Background: an optimization exercise with open tools, aiming at small area, a short achievable clock period and few clock cycles per item. Do not read the settings as production practice. In this exercise RTL edits were held to simulation tests only and were not proved equivalent to the original. No activity file was given, so power comes from the tool's default toggle rates.

### design/flow/design.v
module cap_meas (
    input  wire               clk,
    input  wire               rst,
    input  wire               start,
    input  wire signed [13:0] top,
    input  wire signed [13:0] base,
    output wire               ready,
    input  wire               in_valid,
    input  wire               in_last,
    input  wire signed [13:0] in_code,
    output reg                done,
    output reg  signed [13:0] res_min,
    output reg  signed [13:0] res_max,
    output wire signed [31:0] res_mean,
    output wire        [31:0] res_rms,
    output wire        [31:0] res_period,
    output wire        [47:0] res_freq,
    output reg         [14:0] res_ampl,
    output wire        [31:0] res_rise,
    output wire        [31:0] res_fall,
    output wire        [31:0] res_over,
    output reg         [9:0]  res_none
);
    localparam [63:0] C5 = 64'd30517578125;
    reg busy_s;       
    reg s_end;        
    reg first;        
    wire take = start & ~busy_s;
    reg  take_r;      
    assign ready = ~busy_s;
    reg        [4:0]  pv, pl;     
    reg signed [13:0] x0r, x1r, x2r, xA, xB;
    always @(posedge clk) begin
        if (rst) begin
            pv <= 5'd0;
            pl <= 5'd0;
        end else begin
            pv <= {pv[3:0], in_valid};
            pl <= {pl[3:0], in_valid & in_last};
        end
        x0r <= in_code;
        x1r <= x0r;
        x2r <= x1r;
        xA  <= x2r;
        xB  <= xA;
    end
    wire vA = pv[3];
    wire vB = pv[4];
    wire lB = pl[4];
    reg signed [13:0] top_r, base_r;
    always @(posedge clk)
        if (take) begin
            top_r  <= top;
            base_r <= base;
        end
    reg signed [14:0] l1_d;
    reg        [15:0] l1_u;
    always @(posedge clk) begin
        l1_d <= top_r - base_r;
        l1_u <= top_r - base_r + 16'sd16395;
    end
    reg [21:0] l2_b;
    wire [21:0] b_0 = {6'd0, l1_u};
    wire [21:0] b_1 = {5'd0, l1_u, 1'b0};
    wire [21:0] b_4 = {2'd0, l1_u, 4'd0};
    wire [21:0] b_5 = {1'd0, l1_u, 5'd0};
    wire [21:0] b_s1 = b_0 ^ b_1 ^ b_4;
    wire [21:0] b_c1 = ((b_0 & b_1) | (b_0 & b_4) | (b_1 & b_4)) << 1;
    wire [21:0] b_s2 = b_s1 ^ b_c1 ^ b_5;
    wire [21:0] b_c2 = ((b_s1 & b_c1) | (b_s1 & b_5) | (b_c1 & b_5)) << 1;
    always @(posedge clk)
        l2_b <= b_s2 + b_c2;
    wire [31:0] p10 = {l2_b[21:0], 10'd0} + {8'd0, l2_b, 2'b00} + {16'd0, l1_u};
    reg  [11:0] l3_q;             
    reg         l3_nz;            
    always @(posedge clk) begin
        l3_q  <= p10[30:19];
        l3_nz <= |p10[18:15];
    end
    reg signed [15:0] v_low, v_mid, v_high;
    reg        [9:0]  hc;
    reg        [9:0]  hcm1;           
    reg               d_pos;
    wire [9:0] h_w = (l1_d >= 15'sd128) ? l1_d[13:4] : 10'd8;
    always @(posedge clk) begin
        v_low  <= base_r + $signed({4'd0, l3_q}) - 16'sd1639;
        v_mid  <= base_r + (($signed({l1_d[14], l1_d}) + 16'sd1) >>> 1);
        v_high <= top_r - $signed({4'd0, l3_q}) + 16'sd1640 - $signed({15'd0, l3_nz});
        hc     <= h_w[9:1] + {8'd0, h_w[0]};
        hcm1   <= h_w[9:1] + {8'd0, h_w[0]} - 10'd1;
        d_pos  <= (l1_d > 15'sd0);
    end
    reg signed [15:0] e_low, e_mid, e_high;
    reg        [26:0] sqS, sqC;
    wire s13 = xA[13];
    wire [12:0] y = xA[12:0] ^ {13{s13}};
    wire cs1 = (y[0] & y[9]) ^ (y[1] & y[8]);
    wire cs2 = (y[0] & y[9]) & (y[1] & y[8]);
    wire cs3 = (y[0] & y[10]) ^ (y[1] & y[9]);
    wire cs4 = (y[0] & y[10]) & (y[1] & y[9]);
    wire cs5 = (y[0] & y[11]) ^ (y[1] & y[10]) ^ (y[2] & y[9]);
    wire cs6 = ((y[0] & y[11]) & (y[1] & y[10])) | ((y[0] & y[11]) & (y[2] & y[9])) | ((y[1] & y[10]) & (y[2] & y[9]));
    wire cs7 = (y[3] & y[8]) ^ (y[4] & y[7]);
    wire cs8 = (y[3] & y[8]) & (y[4] & y[7]);
    wire cs9 = (y[0] & y[12]) ^ (y[1] & y[11]) ^ (y[2] & y[10]);
    wire cs10 = ((y[0] & y[12]) & (y[1] & y[11])) | ((y[0] & y[12]) & (y[2] & y[10])) | ((y[1] & y[11]) & (y[2] & y[10]));
    wire cs11 = (y[3] & y[9]) ^ (y[4] & y[8]);
    wire cs12 = (y[3] & y[9]) & (y[4] & y[8]);
    wire cs13 = (y[1] & y[12]) ^ (y[2] & y[11]) ^ (y[3] & y[10]);
    wire cs14 = ((y[1] & y[12]) & (y[2] & y[11])) | ((y[1] & y[12]) & (y[3] & y[10])) | ((y[2] & y[11]) & (y[3] & y[10]));
    wire cs15 = (y[4] & y[9]) ^ (y[5] & y[8]);
    wire cs16 = (y[4] & y[9]) & (y[5] & y[8]);
    wire cs17 = (y[2] & y[12]) ^ (y[3] & y[11]);
    wire cs18 = (y[2] & y[12]) & (y[3] & y[11]);
    wire cs19 = (y[3] & y[12]) ^ (y[4] & y[11]);
    wire cs20 = (y[3] & y[12]) & (y[4] & y[11]);
    wire cs21 = (y[0] & y[5]) ^ (y[1] & y[4]);
    wire cs22 = (y[0] & y[5]) & (y[1] & y[4]);
    wire cs23 = (y[0] & y[6]) ^ (y[1] & y[5]);
    wire cs24 = (y[0] & y[6]) & (y[1] & y[5]);
    wire cs25 = (y[0] & y[7]) ^ (y[1] & y[6]) ^ (y[2] & y[5]);
    wire cs26 = ((y[0] & y[7]) & (y[1] & y[6])) | ((y[0] & y[7]) & (y[2] & y[5])) | ((y[1] & y[6]) & (y[2] & y[5]));
    wire cs27 = (y[3] & y[4]) ^ y[4];
    wire cs28 = (y[3] & y[4]) & y[4];
    wire cs29 = (y[0] & y[8]) ^ (y[1] & y[7]) ^ (y[2] & y[6]);
    wire cs30 = ((y[0] & y[8]) & (y[1] & y[7])) | ((y[0] & y[8]) & (y[2] & y[6])) | ((y[1] & y[7]) & (y[2] & y[6]));
    wire cs31 = (y[3] & y[5]) ^ (s13 & y[8]);
    wire cs32 = (y[3] & y[5]) & (s13 & y[8]);
    wire cs33 = cs1 ^ (y[2] & y[7]) ^ (y[3] & y[6]);
    wire cs34 = (cs1 & (y[2] & y[7])) | (cs1 & (y[3] & y[6])) | ((y[2] & y[7]) & (y[3] & y[6]));
    wire cs35 = (y[4] & y[5]) ^ y[5] ^ (s13 & y[9]);
    wire cs36 = ((y[4] & y[5]) & y[5]) | ((y[4] & y[5]) & (s13 & y[9])) | (y[5] & (s13 & y[9]));
    wire cs37 = cs2 ^ cs3 ^ (y[2] & y[8]);
    wire cs38 = (cs2 & cs3) | (cs2 & (y[2] & y[8])) | (cs3 & (y[2] & y[8]));
    wire cs39 = (y[3] & y[7]) ^ (y[4] & y[6]) ^ (s13 & y[10]);
    wire cs40 = ((y[3] & y[7]) & (y[4] & y[6])) | ((y[3] & y[7]) & (s13 & y[10])) | ((y[4] & y[6]) & (s13 & y[10]));
    wire cs41 = cs4 ^ cs5 ^ cs7;
    wire cs42 = (cs4 & cs5) | (cs4 & cs7) | (cs5 & cs7);
    wire cs43 = (y[5] & y[6]) ^ y[6] ^ (s13 & y[11]);
    wire cs44 = ((y[5] & y[6]) & y[6]) | ((y[5] & y[6]) & (s13 & y[11])) | (y[6] & (s13 & y[11]));
    wire cs45 = cs6 ^ cs8 ^ cs9;
    wire cs46 = (cs6 & cs8) | (cs6 & cs9) | (cs8 & cs9);
    wire cs47 = cs11 ^ (y[5] & y[7]) ^ (s13 & y[12]);
    wire cs48 = (cs11 & (y[5] & y[7])) | (cs11 & (s13 & y[12])) | ((y[5] & y[7]) & (s13 & y[12]));
    wire cs49 = cs10 ^ cs12 ^ cs13;
    wire cs50 = (cs10 & cs12) | (cs10 & cs13) | (cs12 & cs13);
    wire cs51 = cs15 ^ (y[6] & y[7]) ^ y[7];
    wire cs52 = (cs15 & (y[6] & y[7])) | (cs15 & y[7]) | ((y[6] & y[7]) & y[7]);
    wire cs53 = cs14 ^ cs16 ^ cs17;
    wire cs54 = (cs14 & cs16) | (cs14 & cs17) | (cs16 & cs17);
    wire cs55 = (y[4] & y[10]) ^ (y[5] & y[9]) ^ (y[6] & y[8]);
    wire cs56 = ((y[4] & y[10]) & (y[5] & y[9])) | ((y[4] & y[10]) & (y[6] & y[8])) | ((y[5] & y[9]) & (y[6] & y[8]));
    wire cs57 = cs18 ^ cs19 ^ (y[5] & y[10]);
    wire cs58 = (cs18 & cs19) | (cs18 & (y[5] & y[10])) | (cs19 & (y[5] & y[10]));
    wire cs59 = (y[6] & y[9]) ^ (y[7] & y[8]) ^ y[8];
    wire cs60 = ((y[6] & y[9]) & (y[7] & y[8])) | ((y[6] & y[9]) & y[8]) | ((y[7] & y[8]) & y[8]);
    wire cs61 = cs20 ^ (y[4] & y[12]) ^ (y[5] & y[11]);
    wire cs62 = (cs20 & (y[4] & y[12])) | (cs20 & (y[5] & y[11])) | ((y[4] & y[12]) & (y[5] & y[11]));
    wire cs63 = (y[6] & y[10]) ^ (y[7] & y[9]);
    wire cs64 = (y[6] & y[10]) & (y[7] & y[9]);
    wire cs65 = (y[5] & y[12]) ^ (y[6] & y[11]) ^ (y[7] & y[10]);
    wire cs66 = ((y[5] & y[12]) & (y[6] & y[11])) | ((y[5] & y[12]) & (y[7] & y[10])) | ((y[6] & y[11]) & (y[7] & y[10]));
    wire cs67 = (y[8] & y[9]) ^ y[9];
    wire cs68 = (y[8] & y[9]) & y[9];
    wire cs69 = (y[6] & y[12]) ^ (y[7] & y[11]);
    wire cs70 = (y[6] & y[12]) & (y[7] & y[11]);
    wire cs71 = (y[7] & y[12]) ^ (y[8] & y[11]);
    wire cs72 = (y[7] & y[12]) & (y[8] & y[11]);
    wire cs73 = (y[0] & y[3]) ^ (y[1] & y[2]);
    wire cs74 = (y[0] & y[3]) & (y[1] & y[2]);
    wire cs75 = (y[0] & y[4]) ^ (y[1] & y[3]);
    wire cs76 = (y[0] & y[4]) & (y[1] & y[3]);
    wire cs77 = cs21 ^ (y[2] & y[3]) ^ y[3];
    wire cs78 = (cs21 & (y[2] & y[3])) | (cs21 & y[3]) | ((y[2] & y[3]) & y[3]);
    wire cs79 = cs22 ^ cs23 ^ (y[2] & y[4]);
    wire cs80 = (cs22 & cs23) | (cs22 & (y[2] & y[4])) | (cs23 & (y[2] & y[4]));
    wire cs81 = cs24 ^ cs25 ^ cs27;
    wire cs82 = (cs24 & cs25) | (cs24 & cs27) | (cs25 & cs27);
    wire cs83 = cs26 ^ cs28 ^ cs29;
    wire cs84 = (cs26 & cs28) | (cs26 & cs29) | (cs28 & cs29);
    wire cs85 = cs30 ^ cs32 ^ cs33;
    wire cs86 = (cs30 & cs32) | (cs30 & cs33) | (cs32 & cs33);
    wire cs87 = cs34 ^ cs36 ^ cs37;
    wire cs88 = (cs34 & cs36) | (cs34 & cs37) | (cs36 & cs37);
    wire cs89 = cs38 ^ cs40 ^ cs41;
    wire cs90 = (cs38 & cs40) | (cs38 & cs41) | (cs40 & cs41);
    wire cs91 = cs42 ^ cs44 ^ cs45;
    wire cs92 = (cs42 & cs44) | (cs42 & cs45) | (cs44 & cs45);
    wire cs93 = cs46 ^ cs48 ^ cs49;
    wire cs94 = (cs46 & cs48) | (cs46 & cs49) | (cs48 & cs49);
    wire cs95 = cs50 ^ cs52 ^ cs53;
    wire cs96 = (cs50 & cs52) | (cs50 & cs53) | (cs52 & cs53);
    wire cs97 = cs54 ^ cs56 ^ cs57;
    wire cs98 = (cs54 & cs56) | (cs54 & cs57) | (cs56 & cs57);
    wire cs99 = cs58 ^ cs60 ^ cs61;
    wire cs100 = (cs58 & cs60) | (cs58 & cs61) | (cs60 & cs61);
    wire cs101 = cs62 ^ cs64 ^ cs65;
    wire cs102 = (cs62 & cs64) | (cs62 & cs65) | (cs64 & cs65);
    wire cs103 = cs66 ^ cs68 ^ cs69;
    wire cs104 = (cs66 & cs68) | (cs66 & cs69) | (cs68 & cs69);
    wire cs105 = cs70 ^ cs71 ^ (y[9] & y[10]);
    wire cs106 = (cs70 & cs71) | (cs70 & (y[9] & y[10])) | (cs71 & (y[9] & y[10]));
    wire cs107 = cs72 ^ (y[8] & y[12]);
    wire cs108 = cs72 & (y[8] & y[12]);
    wire cs109 = (y[9] & y[12]) ^ (y[10] & y[11]);
    wire cs110 = (y[9] & y[12]) & (y[10] & y[11]);
    wire cs111 = (y[0] & y[1]) ^ y[1];
    wire cs112 = (y[0] & y[1]) & y[1];
    wire cs113 = (y[0] & y[2]) ^ (s13 & y[2]);
    wire cs114 = (y[0] & y[2]) & (s13 & y[2]);
    wire cs115 = cs73 ^ y[2] ^ (s13 & y[3]);
    wire cs116 = (cs73 & y[2]) | (cs73 & (s13 & y[3])) | (y[2] & (s13 & y[3]));
    wire cs117 = cs74 ^ cs75 ^ (s13 & y[4]);
    wire cs118 = (cs74 & cs75) | (cs74 & (s13 & y[4])) | (cs75 & (s13 & y[4]));
    wire cs119 = cs76 ^ cs77 ^ (s13 & y[5]);
    wire cs120 = (cs76 & cs77) | (cs76 & (s13 & y[5])) | (cs77 & (s13 & y[5]));
    wire cs121 = cs78 ^ cs79 ^ (s13 & y[6]);
    wire cs122 = (cs78 & cs79) | (cs78 & (s13 & y[6])) | (cs79 & (s13 & y[6]));
    wire cs123 = cs80 ^ cs81 ^ (s13 & y[7]);
    wire cs124 = (cs80 & cs81) | (cs80 & (s13 & y[7])) | (cs81 & (s13 & y[7]));
    wire cs125 = cs82 ^ cs83 ^ cs31;
    wire cs126 = (cs82 & cs83) | (cs82 & cs31) | (cs83 & cs31);
    wire cs127 = cs84 ^ cs85 ^ cs35;
    wire cs128 = (cs84 & cs85) | (cs84 & cs35) | (cs85 & cs35);
    wire cs129 = cs86 ^ cs87 ^ cs39;
    wire cs130 = (cs86 & cs87) | (cs86 & cs39) | (cs87 & cs39);
    wire cs131 = cs88 ^ cs89 ^ cs43;
    wire cs132 = (cs88 & cs89) | (cs88 & cs43) | (cs89 & cs43);
    wire cs133 = cs90 ^ cs91 ^ cs47;
    wire cs134 = (cs90 & cs91) | (cs90 & cs47) | (cs91 & cs47);
    wire cs135 = cs92 ^ cs93 ^ cs51;
    wire cs136 = (cs92 & cs93) | (cs92 & cs51) | (cs93 & cs51);
    wire cs137 = cs94 ^ cs95 ^ cs55;
    wire cs138 = (cs94 & cs95) | (cs94 & cs55) | (cs95 & cs55);
    wire cs139 = cs96 ^ cs97 ^ cs59;
    wire cs140 = (cs96 & cs97) | (cs96 & cs59) | (cs97 & cs59);
    wire cs141 = cs98 ^ cs99 ^ cs63;
    wire cs142 = (cs98 & cs99) | (cs98 & cs63) | (cs99 & cs63);
    wire cs143 = cs100 ^ cs101 ^ cs67;
    wire cs144 = (cs100 & cs101) | (cs100 & cs67) | (cs101 & cs67);
    wire cs145 = cs102 ^ cs103 ^ (y[8] & y[10]);
    wire cs146 = (cs102 & cs103) | (cs102 & (y[8] & y[10])) | (cs103 & (y[8] & y[10]));
    wire cs147 = cs104 ^ cs105 ^ y[10];
    wire cs148 = (cs104 & cs105) | (cs104 & y[10]) | (cs105 & y[10]);
    wire cs149 = cs106 ^ cs107 ^ (y[9] & y[11]);
    wire cs150 = (cs106 & cs107) | (cs106 & (y[9] & y[11])) | (cs107 & (y[9] & y[11]));
    wire cs151 = cs108 ^ cs109 ^ y[11];
    wire cs152 = (cs108 & cs109) | (cs108 & y[11]) | (cs109 & y[11]);
    wire cs153 = cs110 ^ (y[10] & y[12]);
    wire cs154 = cs110 & (y[10] & y[12]);
    wire cs155 = (y[11] & y[12]) ^ y[12];
    wire cs156 = (y[11] & y[12]) & y[12];
    wire [26:0] sq_s = {1'b0, cs156, cs154, cs152, cs150, cs148, cs146, cs144, cs142, cs140, cs138, cs136, cs134, cs132, cs130, cs128, cs126, cs124, cs122, cs120, cs118, cs116, cs114, cs112, cs111, (s13 & y[0]), y[0]};
    wire [26:0] sq_c = {1'b0, 1'b0, cs155, cs153, cs151, cs149, cs147, cs145, cs143, cs141, cs139, cs137, cs135, cs133, cs131, cs129, cs127, cs125, cs123, cs121, cs119, cs117, cs115, cs113, (s13 & y[1]), 1'b0, s13};
    always @(posedge clk) begin
        e_low  <= xA - v_low;
        e_mid  <= xA - v_mid;
        e_high <= xA - v_high;
        sqS    <= sq_s;
        sqC    <= sq_c;
    end
    function ge_hc;
        input [15:0] e;
        input [9:0]  t;
        ge_hc = ~e[15] & ((|e[14:10]) | (e[9:0] >= t));
    endfunction
    function le_hc;
        input [15:0] e;
        input [9:0]  t;
        le_hc = e[15] & ((|(~e[14:10])) | ((~e[9:0]) >= t));
    endfunction
    wire ge_l = ge_hc(e_low,  hc), le_l = le_hc(e_low,  hcm1);
    wire ge_m = ge_hc(e_mid,  hc), le_m = le_hc(e_mid,  hcm1);
    wire ge_h = ge_hc(e_high, hc), le_h = le_hc(e_high, hcm1);
    reg s_low, s_mid, s_high;
    wire ev   = vB & ~first;
    wire r_l  = ev & ~s_low  & ge_l;
    wire f_l  = ev &  s_low  & le_l;
    wire r_m  = ev & ~s_mid  & ge_m;
    wire f_m  = ev &  s_mid  & le_m;
    wire r_h  = ev & ~s_high & ge_h;
    wire f_h  = ev &  s_high & le_h;
    reg        [15:0] cnt;        
    reg        [15:0] mcnt;       
    reg signed [13:0] mn, mx, prev;
    reg        [15:0] so_lo;      
    reg        [13:0] so_hi;      
    reg               so_cy;      
    reg        [26:0] ss_lo;      
    reg        [14:0] ss_hi;
    reg               ss_cy;
    wire       [29:0] sum_o = {so_hi, so_lo};
    wire       [41:0] sumsq = {ss_hi, ss_lo};
    reg               lc_ok, hc_ok, rise_ok, fall_ok;
    reg [15:0] sk [0:5];
    reg [13:0] sa [0:5];          
    reg [13:0] sb [0:5];          
    reg [5:0]  sval, sfd;         
    wire       mid_first = r_m & (mcnt == 16'd0);
    wire       rise_done = r_h & ~rise_ok & (lc_ok | r_l);
    wire       fall_done = f_l & ~fall_ok & (hc_ok | f_h);
    wire [5:0] swr = {fall_done,
                      f_h & ~fall_ok,
                      rise_done,
                      r_l & ~rise_ok,
                      r_m,
                      mid_first};
    wire need_m = (mcnt >= 16'd2);
    wire need_r = rise_ok & d_pos;
    wire need_f = fall_ok & d_pos;
    integer i, j;
    reg        fld;               
    reg        fl2;               
    reg        fneg;              
    reg        fb;                
    reg [5:0]  fsel;              
    reg [3:0]  fit;
    reg [15:0] frem;
    reg [14:0] fden;
    reg [8:0]  fq;
    reg        fr_r;              
    reg [2:0]  fl_r;              
    wire [5:0] sfin  = {fall_ok, fall_ok, rise_ok, rise_ok, 1'b0, 1'b1};
    wire [5:0] sneed = {need_f, need_f, need_r, need_r, need_m, need_m};
    wire [5:0] selig = sval & ~sfd & (s_end ? sneed : 6'b111111);
    wire [5:0] sfinal = selig & sfin;
    reg  [5:0] fpick;
    always @(*) begin
        fpick = 6'd0;
        if      (sfinal[0]) fpick = 6'b000001;
        else if (sfinal[3]) fpick = 6'b001000;
        else if (sfinal[2]) fpick = 6'b000100;
        else if (sfinal[5]) fpick = 6'b100000;
        else if (sfinal[4]) fpick = 6'b010000;
        else if (selig[1])  fpick = 6'b000010;
        else if (selig[2])  fpick = 6'b000100;
        else if (selig[4])  fpick = 6'b010000;
    end
    wire fany = |fpick;
    wire signed [15:0] f_lv = ({16{fl_r[1]}} & v_mid) |
                              ({16{fl_r[0]}} & v_low) |
                              ({16{fl_r[2]}} & v_high);
    wire               f_rise = fr_r;
    reg  signed [13:0] f_a, f_b;
    always @(*) begin
        f_a = 14'd0;
        f_b = 14'd0;
        for (j = 0; j < 6; j = j + 1) begin
            f_a = f_a | ({14{fsel[j]}} & sa[j]);
            f_b = f_b | ({14{fsel[j]}} & sb[j]);
        end
    end
    wire signed [13:0] l_a  = frem[13:0];
    wire signed [13:0] l_b  = fden[13:0];
    wire signed [15:0] n_x  = f_rise ? f_lv : {{2{l_a[13]}}, l_a};
    wire signed [15:0] n_y  = f_rise ? {{2{l_a[13]}}, l_a} : f_lv;
    wire signed [16:0] f_num = n_x - n_y;
    wire        [14:0] f_den = f_rise ? (l_b - l_a) : (l_a - l_b);
    wire [16:0] frem2 = {frem, 1'b0};
    wire [16:0] fsub  = frem2 - {2'b00, fden};
    wire        fbit  = ~fsub[16];
    wire [8:0]  frac  = {1'b0, fq[8:1]} + {8'd0, fq[0]};
    wire        fabort = (fld | fl2 | fb) & |(fsel & (swr | (s_end ? ~sneed : 6'd0)));
    wire        ffin   = fb & (fit == 4'd9) & ~fabort;
    localparam P_IDLE = 3'd0, P_MSQ = 3'd1, P_MEAN = 3'd2, P_OVER = 3'd3,
               P_PER = 3'd4, P_FMUL = 3'd5, P_FDIV = 3'd6;
    reg  [2:0]  pst;
    reg         pld;              
    reg  [5:0]  pit;
    reg  [23:0] R;
    reg  [23:0] DV;
    reg  [47:0] NS;               
    reg  [29:0] so_c;             
    reg  [14:0] u_c;              
    reg  [13:0] d_c;              
    reg  [13:0] df_c;             
    reg         per_ok, ov_ok;
    reg  [29:0] mq;               
    reg  [29:0] root;             
    reg  [31:0] srem;
    reg  [1:0]  qpair;
    reg         sq_go;
    reg  [15:0] mcar;             
    reg  [23:0] per_r;            
    reg  [29:0] ovr_r;            
    reg  [23:0] rise_r, fall_r;
    wire fr_ok  = (~need_m | (sfd[0] & sfd[1])) &
                  (~need_r | (sfd[2] & sfd[3])) &
                  (~need_f | (sfd[4] & sfd[5]));
    reg  hand_r;
    wire hand   = s_end & fr_ok & (pst == P_IDLE) & ~done & ~hand_r;
    function [23:0] tdiff;
        input [15:0] kp, kn;
        input [8:0]  fp, fn;
        reg   [23:0] x;
        reg   [1:0]  c;
        begin
            x = {kp, fp[7:0]} - {kn, fn[7:0]};
            c = {1'b0, fp[8]} - {1'b0, fn[8]};
            tdiff = x + {{14{c[1]}}, c, 8'd0};
        end
    endfunction
    wire [23:0] span_w = tdiff(sk[1], sk[0], sa[1][8:0], sa[0][8:0]);
    wire [23:0] rise_w = tdiff(sk[3], sk[2], sa[3][8:0], sa[2][8:0]);
    wire [23:0] fall_w = tdiff(sk[5], sk[4], sa[5][8:0], sa[4][8:0]);
    wire [26:0] sq_x  = ss_lo ^ sqS ^ sqC;
    wire [26:0] sq_m  = (ss_lo & sqS) | (ss_lo & sqC) | (sqS & sqC);
    wire [27:0] sq_acc = {1'b0, sq_x} + {sq_m, 1'b0};
    wire [16:0] so_acc = {1'b0, so_lo} + {3'd0, ~xB[13], xB[12:0]};
    always @(posedge clk) begin
        if (rst) begin
            busy_s <= 1'b0;
            take_r <= 1'b0;
            s_end  <= 1'b0;
            first  <= 1'b0;
            fld    <= 1'b0;
            fl2    <= 1'b0;
            fb     <= 1'b0;
        end else begin
            take_r <= take;
            if (take) busy_s <= 1'b1;
            if (take_r) begin
                first   <= 1'b1;
                s_end   <= 1'b0;
            end
            if (vB) first <= 1'b0;
            if (vB & lB) s_end <= 1'b1;
            if (hand) begin
                busy_s <= 1'b0;
                s_end  <= 1'b0;
            end
            if (take_r | fabort) begin
                fld <= 1'b0;
                fl2 <= 1'b0;
                fb  <= 1'b0;
            end else if (fld) begin
                fld <= 1'b0;
                fl2 <= 1'b1;
            end else if (fl2) begin
                fl2 <= 1'b0;
                fb  <= 1'b1;
            end else if (fb) begin
                if (ffin) fb <= 1'b0;
            end else if (fany & busy_s) begin
                fld <= 1'b1;
            end
        end
        so_hi <= so_hi + {13'd0, so_cy};
        ss_hi <= ss_hi + {14'd0, ss_cy};
        so_cy <= 1'b0;
        ss_cy <= 1'b0;
        if (take_r) begin
            so_lo   <= 16'd0;
            so_hi   <= 14'd0;
            ss_lo   <= 27'd0;
            ss_hi   <= 15'd0;
            mn      <= 14'sd8191;
            mx      <= -14'sd8192;
            cnt     <= 16'd0;
            mcnt    <= 16'd0;
            lc_ok   <= 1'b0;
            hc_ok   <= 1'b0;
            rise_ok <= 1'b0;
            fall_ok <= 1'b0;
        end
        if (vB) begin
            cnt   <= cnt + 16'd1;
            prev  <= xB;
            {so_cy, so_lo} <= so_acc;
            {ss_cy, ss_lo} <= sq_acc;
            if (xB < mn) mn <= xB;
            if (xB > mx) mx <= xB;
            if (first) begin
                s_low  <= ~e_low[15];
                s_mid  <= ~e_mid[15];
                s_high <= ~e_high[15];
            end else begin
                if (r_l) s_low  <= 1'b1;
                if (f_l) s_low  <= 1'b0;
                if (r_m) s_mid  <= 1'b1;
                if (f_m) s_mid  <= 1'b0;
                if (r_h) s_high <= 1'b1;
                if (f_h) s_high <= 1'b0;
            end
            if (r_m) mcnt <= mcnt + 16'd1;
            if (!rise_ok) begin
                if (r_l) lc_ok <= 1'b1;
                else if (f_l) lc_ok <= 1'b0;
            end
            if (!fall_ok) begin
                if (f_h) hc_ok <= 1'b1;
                else if (r_h) hc_ok <= 1'b0;
            end
            if (rise_done) rise_ok <= 1'b1;
            if (fall_done) fall_ok <= 1'b1;
        end
        for (i = 0; i < 6; i = i + 1) begin
            if (swr[i]) begin
                sk[i] <= cnt;
                sa[i] <= prev;
                sb[i] <= xB;
            end else if (ffin && fsel[i]) begin
                sa[i] <= fneg ? 14'd0 : {5'd0, frac};
            end
        end
        if (take_r) begin
            sval <= 6'd0;
            sfd  <= 6'd0;
        end else begin
            sval <= sval | swr;
            sfd  <= (sfd & ~swr) | (ffin ? fsel : 6'd0);
        end
        if (!fld && !fl2 && !fb) begin
            fsel <= fpick;
            fr_r <= |fpick[3:0];
            fl_r <= {fpick[3] | fpick[4], fpick[0] | fpick[1], fpick[2] | fpick[5]};
        end
        if (fld) begin
            frem <= {2'b00, f_a};
            fden <= {1'b0, f_b};
        end else if (fl2) begin
            fit  <= 4'd0;
            frem <= f_num[15:0];
            fneg <= f_num[16];
            fden <= f_den;
        end else begin
            fit  <= fit + 4'd1;
            frem <= fbit ? fsub[15:0] : frem2[15:0];
            fq   <= {fq[7:0], fbit};
        end
    end
    wire [24:0] dsub = {R, NS[47]} - {1'b0, DV};
    wire        qbit = ~dsub[24];
    wire [23:0] R_n  = qbit ? dsub[23:0] : {R[22:0], NS[47]};
    wire [32:0] strial = {srem[30:0], qpair} - {1'b0, root, 2'b01};
    reg         cbit;             
    wire [15:0] msum = mcar + (cbit ? {1'b0, u_c} : 16'd0);
    wire [24:0] spanp = {1'b0, per_r} + {11'd0, u_c[14:1]};
    always @(posedge clk) begin
        done   <= 1'b0;
        hand_r <= hand;
        begin
            if (hand_r) begin
                pst     <= P_MSQ;
                pit     <= 6'd0;
                R       <= {9'd0, sumsq[41:27]};
                NS      <= {sumsq[26:0], 21'd0};
                DV      <= {8'd0, cnt};
                so_c    <= sum_o;
                u_c     <= mcnt[14:0] - 15'd1;
                d_c     <= l1_d[13:0];
                df_c    <= mx - top_r;
                per_ok  <= need_m;
                ov_ok   <= d_pos & (mx > top_r);
                res_min <= mn;
                res_max <= mx;
                res_ampl <= mx - mn;
                rise_r  <= need_r ? rise_w : 24'd0;
                fall_r  <= need_f ? fall_w : 24'd0;
                per_r   <= span_w;
                res_none <= {~d_pos, ~need_f, ~need_r, 1'b0, ~need_m, ~need_m, 4'b0000};
                root    <= 30'd0;
                srem    <= 32'd0;
                qpair   <= 2'b00;
                sq_go   <= 1'b0;
            end else begin
                case (pst)
                    P_MSQ: begin
                        pit   <= pit + 6'd1;
                        R     <= R_n;
                        NS    <= {NS[46:0], 1'b0};
                        qpair <= {qpair[0], qbit};
                        sq_go <= ~pit[0];
                        if (pit == 6'd58) begin
                            pst <= P_MEAN;
                            pld <= 1'b1;
                        end
                    end
                    P_MEAN: begin
                        sq_go <= 1'b0;
                        if (pld) begin
                            pld <= 1'b0;
                            pit <= 6'd0;
                            R   <= {8'd0, so_c[29:14]};
                            NS  <= {so_c[13:0], 1'b0, DV[15:1], 18'd0};
                        end else begin
                            pit <= pit + 6'd1;
                            R   <= R_n;
                            NS  <= {NS[46:0], 1'b0};
                            mq  <= {mq[28:0], qbit};
                            if (pit == 6'd29) begin
                                pst <= P_OVER;
                                pld <= 1'b1;
                            end
                        end
                    end
                    P_OVER: begin
                        if (pld) begin
                            pld <= 1'b0;
                            pit <= 6'd0;
                            R   <= 24'd0;
                            NS  <= {df_c, 3'd0, d_c[13:1], 18'd0};
                            DV  <= {10'd0, d_c};
                            if (!ov_ok) begin
                                ovr_r <= 30'd0;
                                pst   <= P_PER;
                                pld   <= 1'b1;
                            end
                        end else begin
                            pit   <= pit + 6'd1;
                            R     <= R_n;
                            NS    <= {NS[46:0], 1'b0};
                            ovr_r <= {ovr_r[28:0], qbit};
                            if (pit == 6'd29) begin
                                pst <= P_PER;
                                pld <= 1'b1;
                            end
                        end
                    end
                    P_PER: begin
                        if (pld) begin
                            pld <= 1'b0;
                            pit <= 6'd0;
                            R   <= 24'd0;
                            NS  <= {spanp, 23'd0};
                            DV  <= {9'd0, u_c};
                            if (!per_ok) begin
                                per_r <= 24'd0;
                                NS    <= 48'd0;
                                pst   <= P_IDLE;
                                done  <= 1'b1;
                            end
                        end else begin
                            pit <= pit + 6'd1;
                            R   <= R_n;
                            NS  <= {NS[46:0], qbit};
                            if (pit == 6'd24) begin
                                per_r <= {NS[22:0], qbit};
                                DV    <= per_r;
                                pst   <= P_FMUL;
                                pld   <= 1'b1;
                            end
                        end
                    end
                    P_FMUL: begin
                        if (pld) begin
                            pld  <= 1'b0;
                            pit  <= 6'd0;
                            mcar <= {14'd0, DV[23:22]};
                            cbit <= C5[0];
                            NS[20:0] <= DV[21:1];
                        end else begin
                            pit  <= pit + 6'd1;
                            cbit <= C5[pit + 6'd1];
                            mcar <= {1'b0, msum[15:1]};
                            {R, NS[47:21]} <= {msum[0], R, NS[47:22]};
                            if (pit == 6'd50) begin
                                pst <= P_FDIV;
                                pit <= 6'd0;
                            end
                        end
                    end
                    P_FDIV: begin
                        pit <= pit + 6'd1;
                        R   <= R_n;
                        NS  <= {NS[46:0], qbit};
                        if (pit == 6'd47) begin
                            pst  <= P_IDLE;
                            done <= 1'b1;
                        end
                    end
                    default: ;
                endcase
            end
            if (sq_go) begin
                if (!strial[32]) begin
                    srem <= strial[31:0];
                    root <= {root[28:0], 1'b1};
                end else begin
                    srem <= {srem[29:0], qpair};
                    root <= {root[28:0], 1'b0};
                end
            end
        end
        if (rst) begin
            pst    <= P_IDLE;
            sq_go  <= 1'b0;
            done   <= 1'b0;
            hand_r <= 1'b0;
        end
    end
    assign res_mean   = {{3{~mq[29]}}, mq[28:0]};
    assign res_rms    = {2'b00, root};
    assign res_period = {8'd0, per_r};
    assign res_freq   = NS;
    assign res_rise   = {8'd0, rise_r};
    assign res_fall   = {8'd0, fall_r};
    assign res_over   = {2'b00, ovr_r};
endmodule
### design/flow/run.sh
#!/bin/bash
# synth_recipe.tcl (not shown) runs the flow's synth.tcl, then flattens the netlist and writes it again
# the make line also repeats each setting of config.mk as NAME=value (left out here)
make -C /OpenROAD-flow-scripts/flow DESIGN_CONFIG=/design/flow/config.mk WORK_HOME=/design/flow/orfs CLKGATE_MAP_FILE= SYNTH_SCRIPT=/design/flow/synth_recipe.tcl finish
### design/flow/config.mk
export PLATFORM = sky130hd
export DESIGN_NAME = cap_meas
export DESIGN_NICKNAME = cap_meas
export VERILOG_FILES = /design/flow/design.v
export SDC_FILE = /design/flow/constraint.sdc
export NUM_CORES = 4
export LEC_CHECK = 0
export CAP_MARGIN = 20
export CORE_MARGIN = 2
export CORE_UTILIZATION = 40
export SLEW_MARGIN = 20
### design/flow/constraint.sdc
create_clock -name core_clock -period 14.0 [get_ports {clk}]
set_input_delay 2.8000 -clock core_clock [delete_from_list [all_inputs] [get_ports {clk}]]
set_output_delay 2.8000 -clock core_clock [all_outputs]
set_load 0.01 [all_outputs]
==> metrics.md, run 1 <==
| Metric | Value |
|---|---|
| Clk sinks | 1,275 |
| Finished Core Util | 46.00% |
| Fraction of registers with async set/reset | 0% |
| Syn Inst Count | 7,204 |
| Unique masters post-synth | 99 |
| Worst Setup Start Kind | register |
| Achievable frequency | 0.2004 GHz |
| Via count | 55,350 |
| CTS root buffer | clkbuf_16 |
| Fin crit period | 4990 ps |
| Fillers | 17,170 |
| Largest net degree at the start of global routing | 93 |
| Io pins | 342 |
| Drt via density | 5.508 |
| Synthesized cell area | 74,080 sq um |
| Static Leakage | 34.53 nW |
| Syn Area/Cell | 10.28 sq um |
| CP required | 11,200 ps |
| Setup repair after global routing missed its margin | no |
| Total gr overflow | 0 |
| Synth area leaders | edfxtp_1 (32%), dfxtp_1 (13%), ha_1 (11%) |
| Worst-path fanout max | 8 |
| Vias in the first global route | 53,800 |
| Hold crit path type | reg2reg |
| Crit path capture type | primary output |
| Status | complete, no violations |
| Nets@finish | 8,352 |
| Number of synthesized register bits | 1,275 |
| GP Congestion | 0.9449 |
| Htree depth | 4 |
| Area of the core | 183,500 sq um |
| R2R Setup Slk | 9010 ps |
| DR pass1 iterations | 6 |
| Least-Margin Pin Slew | 1062 ps |
| CTS Buffer Depth | 3 |
| Total Negative Setup Slacks | 0 ps |
| Period utilization | 35.65% |
| Initial Utilization | 40.37% |
| Area delta synth->final | 13.93% |
| Die Ht | 434.3 um |
| Post-synth top area cell | edfxtp_1 |
| Top-area cell type share of the netlist area | 32.27% |
| Peak supply drop | 0.1608 mV |
| Clock skew | 33.30 ps |
| Rows | 157 |
| Drt wl/cell | 22.18 um |
| Final setup violation count | 0 |
| Predominant post-synthesis flop cell | edfxtp_1 |
| Clock slew seen by the registers of the worst setup and hold paths | 60 ps |
| PD cells | 176.4 nW/um^2 |
| Total GRT Usage | 23.20% |
| Worst-path cell chain | clkdlybuf4s50_1 |
| Critical path's slowest cell | edfxtp_1 |
| Sequential-to-total area share from yosys stat | 45.21% |
| Post-synth EDFFs | 796 |
| HPWL after DPL | 168.3 mm |
| Chip width | 434.3 um |
| Final Slew Violations | 0 |
| Worst Path Buf+Inv | 1 |
| Max-cap violations | 0 |
| Slowest cell delay on critical path | 700 ps |
| Initial antenna violation count | 8 |
| Antenna-violating nets left | 0 |
| Arr. time, crit path | 2190 ps |
| Final Hold Viols | 0 |
| Post-CTS Resized | 0 |
| Commonest non-fill, non-tap cell in the layout | edfxtp_1 |
| TritonCTS clock tree | done |
| CP Class | reg2out |
| Detailed Route WL | 222.9 mm |
| Share of cells above drive strength 1 | 5.842% |
| Clock Latency Late Sink | 810 ps |
| Synthesis warning total | 4 |
| Die area | 188,700 sq um |
| Port bufs | 308 |
| Cts bufs inserted | 147 |
| Remaining DRCs | 0 |
| Hold_buf cts | 0 |
| Largest delay share family, worst path | flip-flops |
| Global-route wire length before repair | 332.0 mm |
| Rel. slew slack | 28.78% |
| Setup Fix Bufs, Post-CTS | 0 |
| Most frequent cells in the layout | edfxtp_1 (796), inv_1 (762), ha_1 (655) |
| Initial DRC count | 5,084 |
## synth_stat cells, types with 29 or more instances
cell,instances
a211oi_1,54
a21boi_0,34
a21o_1,121
a21oi_1,395
a221oi_1,61
a222oi_1,29
a22oi_1,57
a31oi_1,58
and2_1,112
and3_1,70
buf_4,66
clkbuf_1,207
dfxtp_1,479
edfxtp_1,796
fa_1,187
ha_1,655
inv_1,763
mux2_2,49
mux2i_1,79
nand2_1,405
nand2b_1,52
nand3_1,207
nand4_1,41
nor2_1,584
nor2b_1,125
nor3_1,137
o21a_1,49
o21ai_0,377
o21bai_1,38
o31ai_1,37
or2_2,35
or3_1,40
xnor2_1,260
xor2_1,134
## through the flow
step | power (mW) | setup slack, ps | hold slack [ps] | instance area [sq um] | std cells
after CTS | 14.91 | 9006 | 322.9 | 84350 | 10050
after detailed placement | 11.05 | 9039 | 312.1 | 79630 | 9776
after global routing | 15.85 | 8697 | 327.5 | 84400 | 10050
after floorplan | 9.383 | 7091 | 309.6 | 74200 | 7236
final | 14.89 | 9010 | 321.1 | 84400 | 10050
after global placement | 10.93 | 9008 | 314.7 | 79620 | 9776
## state kept, by name (all words and copies together), names as in the netlist, 22 cells and up
signal	count
ss_lo	27
per_r	24
DV	24
fall_r	24
so_c	30
sk	96
root	30
NS	48
sa	84
sqS	26
sb	84
R	24
l2_b	22
rise_r	24
ovr_r	30
srem	31
sqC	24
mq	30
## layout make-up
class / instances / area, sq um / area share (%)
Timing Repair Buffer: 385 / 3681 / 4.361
Clock inverter: 72 / 671.9 / 0.7961
Multi-Input combinational cell: 4885 / 36510 / 43.26
Clock buffer: 197 / 4050 / 4.799
Sequential cell: 1275 / 33500 / 39.70
Tap cell: 2464 / 3083 / 3.653
Inverter: 769 / 2889 / 3.423
Antenna cell: 2 / 5.005 / 0.005930
## report_power, final
group / internal, mW / leakage, nW / switching [mW] / total, mW
registers: 4.62 / 11.2 / 0.624 / 5.24
clock network: 2.21 / 2.30 / 1.61 / 3.81
logic: 2.53 / 21.0 / 3.30 / 5.84
total: 9.36 / 34.5 / 5.53 / 14.9
## cells by family (layout without fill, tap and decap cells)
group           after synthesis  count (layout)  synth area share [%]
xor+xnor                    394             394                 4.658
buf+inv                    1076            1423                 5.810
other cells                   1              35              0.005062
fa+ha+maj                   842             842                 16.12
simple gates               1924            1924                 12.59
mux                         135             135                 1.919
flops                      1275            1275                 45.21
compound gates             1557            1557                 13.69
## final timing paths
| check | cells after the start | endpoint | from |
|---|---|---|---|
| worst max-delay path | 1 | res_period[14] | per_r[14] |
| worst min-delay path | 0 | x2r[5] | x1r[5] |
| worst max register to register | 15 | sa[0][1] | hc[9] |
| worst min register to register | 0 | x2r[5] | x1r[5] |
## metal layers
layer | share of wire, % | vias to the layer above | GRT usage [%]
met5 | 0 | - | 0
met4 | 5.1 | 0 | 11.07
met3 | 6.4 | 428 | 3.365
met2 | 47 | 1977 | 38.99
met1 | 41 | 26940 | 29.32
li1 | - | 26000 | -
Testbench counts, summed over its fixed seeds: cycles 144,143, records 256.
==> inputs of run 2 (changes only) <==
==> design/flow/flow/run.sh (new file) <==
#!/bin/bash
set -euo pipefail
export SETUP_SLACK_MARGIN=${SETUP_SLACK_MARGIN_OVERRIDE:-9.4}
bash standard.sh > standard.log 2>&1
==> design/flow/standard.sh (new file) <==
#!/bin/bash
# synth_recipe.tcl (not shown) runs the flow's synth.tcl, then flattens the netlist and writes it again
# the make line also repeats each setting of config.mk as NAME=value (left out here)
make -C /OpenROAD-flow-scripts/flow DESIGN_CONFIG=/design/flow/config.mk WORK_HOME=/design/flow/orfs CLKGATE_MAP_FILE= SYNTH_SCRIPT=/design/flow/synth_recipe.tcl "${@:-finish}"
removed: design/flow/run.sh
==> run 2 against run 1 <==
Net effect: still clean; fmax grew 9.0%; design area grew 0.90%; sequential power shrank 1%; cell count grew 0.87%; wire length is essentially flat.
==> metrics.md, run 2 <==
| Metric | Value |
|---|---|
| Initial DRC count | 4,850 |
| Achievable frequency | 0.2184 GHz |
| Initial antenna violation count | 15 |
| Via count | 55,490 |
| Max reg flops | 96 |
| Static Leakage | 35.12 nW |
| Final Instance Area | 85,150 sq um |
| Number of cells on the worst reg-to-reg path | 12 |
| Vias in the first global route | 53,570 |
| DR pass1 iterations | 9 |
| Port bufs | 308 |
| Design Power | 14.98 mW |
| Setup crit start | per_r[2] |
| Chip width | 434.3 um |
| Predominant post-synthesis flop cell | edfxtp_1 |
| Antenna-violating nets left | 0 |
| Period utilization | 32.70% |
| Setup repair after global routing missed its margin | yes |
| Share of cells above drive strength 1 | 7.112% |
| Clock slew seen by the registers of the worst setup and hold paths | 60 ps |
| Commonest non-fill, non-tap cell in the layout | edfxtp_1 |
| CTS Buffer Depth | 3 |
| Crit path capture | res_period[2] |
| Total gr overflow | 0 |
| Area of the core | 183,500 sq um |
| Most frequent cell after synthesis | edfxtp_1 |
| Remaining DRCs | 0 |
| Initial Utilization | 40.37% |
| GP Congestion | 0.9524 |
| Syn Area/Cell | 10.28 sq um |
| Largest net degree at the start of global routing | 146 |
| Synth top cells by count | edfxtp_1 (796), inv_1 (763), ha_1 (655) |
| Die Ht | 434.3 um |
| Fillers | 17,240 |
| Max-cap violations | 0 |
| Final Slew Violations | 0 |
| Fraction of registers with async set/reset | 0% |
| Post-synth top area cell | edfxtp_1 |
| Final Hold Viols | 0 |
| Worst Path Buf+Inv | 1 |
| Setup Slack @ Placement | 8925 ps |
| Rel. slew slack | 20.64% |
| R2R Setup Slk | 9630 ps |
| Htree depth | 4 |
| Syn Inst Count | 7,204 |
| Global-route wire length before repair | 331.0 mm |
| Hold crit path type | reg2reg |
| Clock Latency Late Sink | 800 ps |
| Total Negative Setup Slacks | 0 ps |
| Total GRT Usage | 23.18% |
| CP Depth | 1 |
| Largest registers | sk x96, sa x84, sb x84 |
| Drt wl/cell | 21.99 um |
| Top reg by flops | sk |
| Final setup violation count | 0 |
| Sequential-to-total area share from yosys stat | 45.21% |
| Worst-path fanout max | 2 |
| Least-Margin Pin Slew | 1188 ps |
| PD cells | 175.9 nW/um^2 |
| Status | complete, no violations |
| TritonCTS clock tree | done |
| CP required | 11,200 ps |
| Fin cells | 10,140 |
| Worst-path cell chain | dlygate4sd2_1 |
| Peak supply drop | 0.1482 mV |
| Critical path's slowest cell | edfxtp_1 |
| Post-synth EDFFs | 796 |
| Synth area leaders | edfxtp_1 (32%), dfxtp_1 (13%), ha_1 (11%) |
| HPWL after DPL | 166.6 mm |
| Crit path capture type | primary output |
| Nets@finish | 8,429 |
| CP Class | reg2out |
| Slowest cell delay on critical path | 590 ps |
| Cts bufs inserted | 147 |
| Synthesis warning total | 4 |
| Unique masters post-synth | 99 |
| Min Hold Slack | 319.6 ps |
| Number of synthesized register bits | 1,275 |
| Worst Setup Start Kind | register |
| Die area | 188,700 sq um |
| Final WS setup | 9421 ps |
| Clock skew | 36.00 ps |
| Placed instance count | 9,777 |
| Synthesized cell area | 74,080 sq um |
| Top-area cell type share of the netlist area | 32.27% |
| Finished Core Util | 46.41% |
| Io pins | 342 |
| Placed Area | 79,650 sq um |
| Area delta synth->final | 14.95% |
| Reg2reg end | sa[0][7] |
| Fin crit period | 4579 ps |
| Drt via density | 5.474 |
| CTS root buffer | clkbuf_16 |
| Arr. time, crit path | 1780 ps |
| Rows | 157 |
| Most frequent cells in the layout | edfxtp_1 (796), inv_1 (759), ha_1 (655) |
| Largest delay share family, worst path | flip-flops |
| Detailed Route WL | 222.9 mm |
| RR Startpoint | hc[9] |
| Clk sinks | 1,275 |
## run 2: cell counts after synthesis
No cell type changed its count.
## run 2: how the worst min path moves through the flow
| stage | cells past startpoint | to | slack, ps | startpoint |
|---|---|---|---|---|
| CTS | 0 | x1r[1] | 320 | x0r[1] |
| global placement | 0 | x1r[2] | 320 | x0r[2] |
| floorplan | 0 | x1r[0] | 310 | x0r[0] |
| detailed placement | 0 | x1r[9] | 310 | x0r[9] |
| global route | 0 | x1r[3] | 330 | x0r[3] |
| finish | 0 | x1r[1] | 320 | x0r[1] |
## run 2: cells by family after synthesis
kind of cell / Yosys count / synth area share (%)
other cells: 1 / 0.005062
mux: 135 / 1.919
xor+xnor: 394 / 4.658
flops: 1275 / 45.21
simple gates: 1924 / 12.59
compound gates: 1557 / 13.69
fa+ha+maj: 842 / 16.12
buf+inv: 1076 / 5.810
## run 2: cell type report
type / instances / area, sq um / area share (%)
Antenna cell: 9 / 22.52 / 0.02645
Clock buffer: 193 / 4059 / 4.767
Clock inverter: 79 / 833.3 / 0.9786
Inverter: 769 / 2900 / 3.406
Multi-Input combinational cell: 4886 / 36560 / 42.94
Sequential cell: 1275 / 33530 / 39.38
Tap cell: 2464 / 3083 / 3.620
Timing Repair Buffer: 460 / 4160 / 4.886
Timing Repair inverter: 1 / 5.005 / 0.005877
## run 2: layer usage
layer	vias up	track usage [%]	routed length [um]
met5	-	0	41
met2	1915	37.79	102900
met4	8	13.35	14020
met3	472	3.540	14190
li1	26150	-	-
met1	26940	29.27	91720
## run 2: what timing repair did
item                       4_1_cts  5_1_grt
buffers inserted                56       20
gates resized for setup        106       14
setup endpoints to repair      121       22
hold buffers                     0        0
cloned                           1        1
pin swaps                        2        3
## run 2: power by group
group          leakage, nW  internal, mW  switching [mW]
sequential            11.2          4.62           0.557
clock                 2.37          2.30            1.63
combinational         21.5          2.53            3.34
total                 35.1          9.45            5.53
==> inputs of run 3 (changes only) <==
--- a/design/flow/design.v
+++ b/design/flow/design.v
@@ -16,5 +16,5 @@
     output wire        [31:0] res_period,
     output wire        [47:0] res_freq,
-    output reg         [14:0] res_ampl,
+    output wire        [14:0] res_ampl,
     output wire        [31:0] res_rise,
     output wire        [31:0] res_fall,
@@ -45,5 +45,4 @@
         xB  <= xA;
     end
-    wire vA = pv[3];
     wire vB = pv[4];
     wire lB = pl[4];
@@ -55,21 +54,29 @@
         end
     reg signed [14:0] l1_d;
-    reg        [15:0] l1_u;
-    always @(posedge clk) begin
+    always @(posedge clk)
         l1_d <= top_r - base_r;
-        l1_u <= top_r - base_r + 16'sd16395;
-    end
-    reg [21:0] l2_b;
-    wire [21:0] b_0 = {6'd0, l1_u};
-    wire [21:0] b_1 = {5'd0, l1_u, 1'b0};
-    wire [21:0] b_4 = {2'd0, l1_u, 4'd0};
-    wire [21:0] b_5 = {1'd0, l1_u, 5'd0};
-    wire [21:0] b_s1 = b_0 ^ b_1 ^ b_4;
-    wire [21:0] b_c1 = ((b_0 & b_1) | (b_0 & b_4) | (b_1 & b_4)) << 1;
-    wire [21:0] b_s2 = b_s1 ^ b_c1 ^ b_5;
-    wire [21:0] b_c2 = ((b_s1 & b_c1) | (b_s1 & b_5) | (b_c1 & b_5)) << 1;
+    wire [21:0] dx = {{7{l1_d[14]}}, l1_d};
+    function [43:0] csa;          
+        input [21:0] a, b, c;
+        begin
+            csa[43:22] = a ^ b ^ c;
+            csa[21:0]  = ((a & b) | (a & c) | (b & c)) << 1;
+        end
+    endfunction
+    wire [43:0] b_1 = csa(dx, dx << 1, dx << 4);
+    wire [43:0] b_2 = csa(b_1[43:22], b_1[21:0], dx << 5);
+    wire [43:0] b_3 = csa(b_2[43:22], b_2[21:0], 22'd836145);
+    reg  [21:0] l2_b;
     always @(posedge clk)
-        l2_b <= b_s2 + b_c2;
-    wire [31:0] p10 = {l2_b[21:0], 10'd0} + {8'd0, l2_b, 2'b00} + {16'd0, l1_u};
+        l2_b <= b_3[43:22] + b_3[21:0];
+    wire [31:0] p_a = {l2_b, 10'd0};
+    wire [31:0] p_b = {8'd0, l2_b, 2'b00};
+    wire [31:0] p_c = {{17{l1_d[14]}}, l1_d};
+    wire [31:0] p_s1 = p_a ^ p_b ^ p_c;
+    wire [31:0] p_c1 = ((p_a & p_b) | (p_a & p_c) | (p_b & p_c)) << 1;
+    wire [31:0] p_k  = 32'd16395;
+    wire [31:0] p_s2 = p_s1 ^ p_c1 ^ p_k;
+    wire [31:0] p_c2 = ((p_s1 & p_c1) | (p_s1 & p_k) | (p_c1 & p_k)) << 1;
+    wire [31:0] p10 = p_s2 + p_c2;
     reg  [11:0] l3_q;             
     reg         l3_nz;            
@@ -91,5 +98,6 @@
         d_pos  <= (l1_d > 15'sd0);
     end
-    reg signed [15:0] e_low, e_mid, e_high;
+    reg               ge_l, le_l, ge_m, le_m, ge_h, le_h;    
+    reg               ab_l, ab_m, ab_h;                      
     reg        [26:0] sqS, sqC;
     wire s13 = xA[13];
@@ -253,11 +261,4 @@
     wire [26:0] sq_s = {1'b0, cs156, cs154, cs152, cs150, cs148, cs146, cs144, cs142, cs140, cs138, cs136, cs134, cs132, cs130, cs128, cs126, cs124, cs122, cs120, cs118, cs116, cs114, cs112, cs111, (s13 & y[0]), y[0]};
     wire [26:0] sq_c = {1'b0, 1'b0, cs155, cs153, cs151, cs149, cs147, cs145, cs143, cs141, cs139, cs137, cs135, cs133, cs131, cs129, cs127, cs125, cs123, cs121, cs119, cs117, cs115, cs113, (s13 & y[1]), 1'b0, s13};
-    always @(posedge clk) begin
-        e_low  <= xA - v_low;
-        e_mid  <= xA - v_mid;
-        e_high <= xA - v_high;
-        sqS    <= sq_s;
-        sqC    <= sq_c;
-    end
     function ge_hc;
         input [15:0] e;
@@ -270,7 +271,20 @@
         le_hc = e[15] & ((|(~e[14:10])) | ((~e[9:0]) >= t));
     endfunction
-    wire ge_l = ge_hc(e_low,  hc), le_l = le_hc(e_low,  hcm1);
-    wire ge_m = ge_hc(e_mid,  hc), le_m = le_hc(e_mid,  hcm1);
-    wire ge_h = ge_hc(e_high, hc), le_h = le_hc(e_high, hcm1);
+    wire signed [15:0] e_low  = xA - v_low;
+    wire signed [15:0] e_mid  = xA - v_mid;
+    wire signed [15:0] e_high = xA - v_high;
+    always @(posedge clk) begin
+        ge_l <= ge_hc(e_low,  hc);
+        le_l <= le_hc(e_low,  hcm1);
+        ge_m <= ge_hc(e_mid,  hc);
+        le_m <= le_hc(e_mid,  hcm1);
+        ge_h <= ge_hc(e_high, hc);
+        le_h <= le_hc(e_high, hcm1);
+        ab_l <= ~e_low[15];
+        ab_m <= ~e_mid[15];
+        ab_h <= ~e_high[15];
+        sqS    <= sq_s;
+        sqC    <= sq_c;
+    end
     reg s_low, s_mid, s_high;
     wire ev   = vB & ~first;
@@ -371,8 +385,5 @@
     reg  [23:0] DV;
     reg  [47:0] NS;               
-    reg  [29:0] so_c;             
     reg  [14:0] u_c;              
-    reg  [13:0] d_c;              
-    reg  [13:0] df_c;             
     reg         per_ok, ov_ok;
     reg  [29:0] mq;               
@@ -384,4 +395,6 @@
     reg  [23:0] per_r;            
     reg  [29:0] ovr_r;            
+    reg  [2:0]  tsel;             
+    reg         r_ok_c, f_ok_c;
     reg  [23:0] rise_r, fall_r;
     wire fr_ok  = (~need_m | (sfd[0] & sfd[1])) &
@@ -401,7 +414,9 @@
         end
     endfunction
-    wire [23:0] span_w = tdiff(sk[1], sk[0], sa[1][8:0], sa[0][8:0]);
-    wire [23:0] rise_w = tdiff(sk[3], sk[2], sa[3][8:0], sa[2][8:0]);
-    wire [23:0] fall_w = tdiff(sk[5], sk[4], sa[5][8:0], sa[4][8:0]);
+    wire [15:0] td_kp = ({16{tsel[0]}} & sk[1]) | ({16{tsel[1]}} & sk[3]) | ({16{tsel[2]}} & sk[5]);
+    wire [15:0] td_kn = ({16{tsel[0]}} & sk[0]) | ({16{tsel[1]}} & sk[2]) | ({16{tsel[2]}} & sk[4]);
+    wire [8:0]  td_fp = ({9{tsel[0]}} & sa[1][8:0]) | ({9{tsel[1]}} & sa[3][8:0]) | ({9{tsel[2]}} & sa[5][8:0]);
+    wire [8:0]  td_fn = ({9{tsel[0]}} & sa[0][8:0]) | ({9{tsel[1]}} & sa[2][8:0]) | ({9{tsel[2]}} & sa[4][8:0]);
+    wire [23:0] td_w  = tdiff(td_kp, td_kn, td_fp, td_fn);
     wire [26:0] sq_x  = ss_lo ^ sqS ^ sqC;
     wire [26:0] sq_m  = (ss_lo & sqS) | (ss_lo & sqC) | (sqS & sqC);
@@ -472,7 +487,7 @@
             if (xB > mx) mx <= xB;
             if (first) begin
-                s_low  <= ~e_low[15];
-                s_mid  <= ~e_mid[15];
-                s_high <= ~e_high[15];
+                s_low  <= ab_l;
+                s_mid  <= ab_m;
+                s_high <= ab_h;
             end else begin
                 if (r_l) s_low  <= 1'b1;
@@ -537,7 +552,11 @@
     wire [15:0] msum = mcar + (cbit ? {1'b0, u_c} : 16'd0);
     wire [24:0] spanp = {1'b0, per_r} + {11'd0, u_c[14:1]};
+    wire [14:0] ampl_w = res_max - res_min;
     always @(posedge clk) begin
         done   <= 1'b0;
         hand_r <= hand;
+        tsel   <= {tsel[1:0], hand};
+        if (tsel[1]) rise_r <= r_ok_c ? td_w : 24'd0;
+        if (tsel[2]) fall_r <= f_ok_c ? td_w : 24'd0;
         begin
             if (hand_r) begin
@@ -547,16 +566,14 @@
                 NS      <= {sumsq[26:0], 21'd0};
                 DV      <= {8'd0, cnt};
-                so_c    <= sum_o;
+                mq      <= sum_o;
                 u_c     <= mcnt[14:0] - 15'd1;
-                d_c     <= l1_d[13:0];
-                df_c    <= mx - top_r;
+                ovr_r   <= {mx[13:0] - top_r[13:0], l1_d[13:0], 2'b00};
+                r_ok_c  <= need_r;
+                f_ok_c  <= need_f;
                 per_ok  <= need_m;
                 ov_ok   <= d_pos & (mx > top_r);
                 res_min <= mn;
                 res_max <= mx;
-                res_ampl <= mx - mn;
-                rise_r  <= need_r ? rise_w : 24'd0;
-                fall_r  <= need_f ? fall_w : 24'd0;
-                per_r   <= span_w;
+                per_r   <= td_w;
                 res_none <= {~d_pos, ~need_f, ~need_r, 1'b0, ~need_m, ~need_m, 4'b0000};
                 root    <= 30'd0;
@@ -582,6 +599,6 @@
                             pld <= 1'b0;
                             pit <= 6'd0;
-                            R   <= {8'd0, so_c[29:14]};
-                            NS  <= {so_c[13:0], 1'b0, DV[15:1], 18'd0};
+                            R   <= {8'd0, mq[29:14]};
+                            NS  <= {mq[13:0], 1'b0, DV[15:1], 18'd0};
                         end else begin
                             pit <= pit + 6'd1;
@@ -600,6 +617,6 @@
                             pit <= 6'd0;
                             R   <= 24'd0;
-                            NS  <= {df_c, 3'd0, d_c[13:1], 18'd0};
-                            DV  <= {10'd0, d_c};
+                            NS  <= {ovr_r[29:16], 3'd0, ovr_r[15:3], 18'd0};
+                            DV  <= {10'd0, ovr_r[15:2]};
                             if (!ov_ok) begin
                                 ovr_r <= 30'd0;
@@ -628,4 +645,5 @@
                                 per_r <= 24'd0;
                                 NS    <= 48'd0;
+                                R     <= {9'd0, ampl_w};
                                 pst   <= P_IDLE;
                                 done  <= 1'b1;
@@ -668,4 +686,5 @@
                             pst  <= P_IDLE;
                             done <= 1'b1;
+                            R    <= {9'd0, ampl_w};
                         end
                     end
@@ -688,4 +707,5 @@
             done   <= 1'b0;
             hand_r <= 1'b0;
+            tsel   <= 3'd0;
         end
     end
@@ -697,3 +717,4 @@
     assign res_fall   = {8'd0, fall_r};
     assign res_over   = {2'b00, ovr_r};
+    assign res_ampl   = R[14:0];
 endmodule
==> design/flow/flow/run.sh (replaced) <==
#!/bin/bash
# The standard layout, with timing repair aimed past the 14 ns clock
# (ORFS's documented SETUP_SLACK_MARGIN sweep) and sizing not limited to
# same-footprint cells, so repair_timing keeps improving the critical
# paths. The SDC, clock and everything else are the standard flow's.
set -euo pipefail
bash standard.sh SETUP_SLACK_MARGIN=9.9 MATCH_CELL_FOOTPRINT=0 finish > standard.log 2>&1
--- a/design/flow/config.mk
+++ b/design/flow/config.mk
@@ -8,4 +8,4 @@
 export CAP_MARGIN = 20
 export CORE_MARGIN = 2
-export CORE_UTILIZATION = 40
+export CORE_UTILIZATION = 55
 export SLEW_MARGIN = 20
==> run 3 against run 2 <==
Net effect: sequential power fell by 14%; highest routed layer unchanged; combinational power increased by 15%; via count is essentially flat; critical endpoint is now res_period[0]; cell count decreased by 10%; worst setup slack gained 190 ps; sequential share of layout area is 1.5 points lower; hold slack gained 3.5 ps; design area shrank 5.6%.
==> metrics.md, run 3 <==
| Metric | Value |
|---|---|
| Hold Path Stages | 0 |
| Worst-path fanout max | 3 |
| Top-area cell type share of the netlist area | 31.46% |
| Peak supply drop | 0.3761 mV |
| Hold EP | x1r[11] |
| Antenna-violating nets left | 0 |
| Sequential-to-total area share from yosys stat | 43.87% |
| Reg2reg end | per_r[22] |
| Setup repair after global routing missed its margin | yes |
| Fin crit period | 4385 ps |
| Io pins | 342 |
| TritonCTS clock tree | done |
| Achievable frequency | 0.2281 GHz |
| Worst Path Buf+Inv | 1 |
| RR Startpoint | sa[1][8] |
| Rows | 129 |
| Sequential share of power | 30.5% |
| Clock power share | 23.2% |
| Final Slew Violations | 0 |
| Final Hold Viols | 0 |
| Synthesis warning total | 4 |
| Largest delay share family, worst path | flip-flops |
| Nets@finish | 8,201 |
| Drt wl/cell | 25.16 um |
| HPWL after DPL | 165.4 mm |
| Status | complete, no violations |
| Hold crit path type | reg2reg |
| R2R Setup Slk | 9790 ps |
| Htree depth | 3 |
| Chip width | 358.2 um |
| Area delta synth->final | 16.45% |
| GP Congestion | 0.9834 |
| Number of synthesized register bits | 1,151 |
| Clock skew | 51.17 ps |
| CTS root buffer | clkbuf_16 |
| Worst-path cell chain | buf_2 |
| Logic pwr share | 46.3% |
| DR pass1 iterations | 14 |
| Least-Margin Pin Slew | 1335 ps |
| Slowest cell delay on critical path | 610 ps |
| Synth area leaders | edfxtp_1 (31%), dfxtp_1 (12%), ha_1 (12%) |
| Max-cap violations | 0 |
| CTS Buffer Depth | 3 |
| Total Negative Setup Slacks | 0 ps |
| Rel. slew slack | 10.39% |
| Finished Core Util | 64.75% |
| Commonest non-fill, non-tap cell in the layout | edfxtp_1 |
| Hold wc startpoint | x0r[11] |
| Initial antenna violation count | 14 |
| Predominant post-synthesis flop cell | edfxtp_1 |
| Area of the core | 124,100 sq um |
| Via count | 55,480 |
| Worst Setup Start Kind | register |
| Port bufs | 308 |
| Initial DRC count | 6,606 |
| Die Ht | 358.2 um |
| Post-synth EDFFs | 723 |
| Detailed Route WL | 229.1 mm |
| Critical path's slowest cell | edfxtp_1 |
| Static Leakage | 34.35 nW |
| Syn Area/Cell | 10.09 sq um |
| Crit path capture type | primary output |
| Global-route wire length before repair | 333.2 mm |
| Cts bufs inserted | 120 |
| Max reg flops | 96 |
| P_sw | 5.582 mW |
| Sw frac | 38.08% |
| Clock Latency Late Sink | 770 ps |
| Largest net degree at the start of global routing | 155 |
| Setup crit start | per_r[0] |
| CP Class | reg2out |
| Drt via density | 6.092 |
| PD cells | 182.4 nW/um^2 |
| Clock slew seen by the registers of the worst setup and hold paths | 70 ps |
| CP required | 11,200 ps |
| Top reg by flops | sk |
| Syn Inst Count | 6,841 |
| Number of cells on the worst reg-to-reg path | 16 |
| Fraction of registers with async set/reset | 0% |
| Final setup violation count | 0 |
| Remaining DRCs | 0 |
| Synth top cells by count | edfxtp_1 (723), inv_1 (661), ha_1 (644) |
| P_int | 9.077 mW |
| Share of cells above drive strength 1 | 14.96% |
| Arr. time, crit path | 1580 ps |
| Largest registers | sk x96, sa x84, sb x84 |
| Post-synth top area cell | edfxtp_1 |
| Total GRT Usage | 34.82% |
| Total gr overflow | 0 |
| Fillers | 10,150 |
| Most frequent cell after synthesis | edfxtp_1 |
| Unique masters post-synth | 91 |
| Most frequent cells in the layout | edfxtp_1 (723), inv_1 (640), ha_1 (631) |
| Clk sinks | 1,151 |
| Initial Utilization | 55.60% |
| Design Power | 14.66 mW |
| Vias in the first global route | 52,150 |
| Die area | 128,300 sq um |
| Synthesized cell area | 69,010 sq um |
| Period utilization | 31.32% |
[run 3: cell families (layout without fill, tap and decap cells)]
family | count (synthesis) | in the layout | synth area share (%)
mux | 150 | 150 | 2.288
xor+xnor | 374 | 374 | 4.757
simple gates | 1819 | 1819 | 12.28
other cells | 1 | 38 | 0.005434
fa+ha+maj | 795 | 795 | 16.06
compound gates | 1564 | 1564 | 14.91
buf+inv | 987 | 1580 | 5.834
flops | 1151 | 1151 | 43.87
[run 3: timing repair]
item	CTS	global route
pin swaps	16	42
setup buffers	218	86
gates resized for setup	888	135
hold buffers	0	0
endpoints found under the setup margin	468	384
gates cloned	3	2
[run 3: final cells by class]
cell class	count	area, sq um	share of cell area, %
Clock buffer	164	3468	4.316
Tap cell	1637	2048	2.549
Timing Repair Buffer	684	5614	6.986
Multi-Input combinational cell	4735	35510	44.19
Clock inverter	65	747.0	0.9295
Inverter	667	2526	3.143
Antenna cell	5	12.51	0.01557
Sequential cell	1151	30440	37.88
[run 3: how the worst max path moves through the flow]
stage,depth (start not counted),slack (ps),end
final,1,9620,res_period[0]
after CTS,1,9640,res_period[0]
after global routing,16,9590,per_r[23]
after global placement,15,8960,per_r[23]
after detailed placement,15,8860,per_r[23]
after floorplan,19,9380,per_r[22]
[run 3: power by group through the flow]
stage               sequential [mW]  combinational [mW]  clock (mW)
floorplan                      4.36                4.74           0
global placement               4.56                5.99           0
detailed placement             4.56                6.11           0
CTS                            4.47                6.40        3.43
global route                   4.50                7.59        3.56
finish                         4.47                6.79        3.40
[run 3: metal layers]
layer	GRT usage, %	part of all wire [%]
met1	47.11	41
met2	54.13	44
met3	6.371	9.4
met4	16.75	5.7
met5	0	0.024
[run 3: metrics by stage]
step / setup WS [ps] / hold WS, ps / cell area (sq um) / cells
final: 9615 / 323.1 / 80360 / 9108
after floorplan: 9375 / 309.6 / 69260 / 6873
after CTS: 9638 / 322.5 / 79090 / 9014
after global placement: 8959 / 310.0 / 73420 / 8564
after detailed placement: 8863 / 312.1 / 73420 / 8564
after global routing: 9591 / 331.7 / 80350 / 9103
Testbench counts of run 3, summed over its fixed seeds: cycles 144,143, records 256.

[port drivers added, routing unchanged]
The flow's constraints put no driver on any port. The routed layouts listed below were extracted and timed again, unchanged, in two steps.
Step 1 assumes that a clkbuf_16 drives the clock port and a buf_2 every other input.
Step 2 times the ports against the registers' clock, not the clock port: input delays grow and output delays shrink by t, the midpoint of the rising clock arrivals with the driver on.
Slacks: no drivers / after step 1 / after step 2; pairs: no drivers / after step 1.
| run | shift t [ns] | slack for setup (ns) | hold WS [ns] | cell pins on the clock port's net |
|---|---|---|---|---|
| run 1 | 0.875 | 9.010 / 8.924 / 9.013 | 0.321 / 0.321 / 0.321 | 1 |
| run 2 | 0.868 | 9.421 / 9.337 / 9.282 | 0.320 / 0.320 / 0.320 | 1 |
| run 3 | 0.827 | 9.615 / 9.532 / 9.220 | 0.323 / 0.323 / 0.323 | 1 |
After both steps setup and hold are still met in every run listed. The setup slack of run 3, which loses most, moves by -0.083 ns with the drivers and by -0.395 ns with both steps.
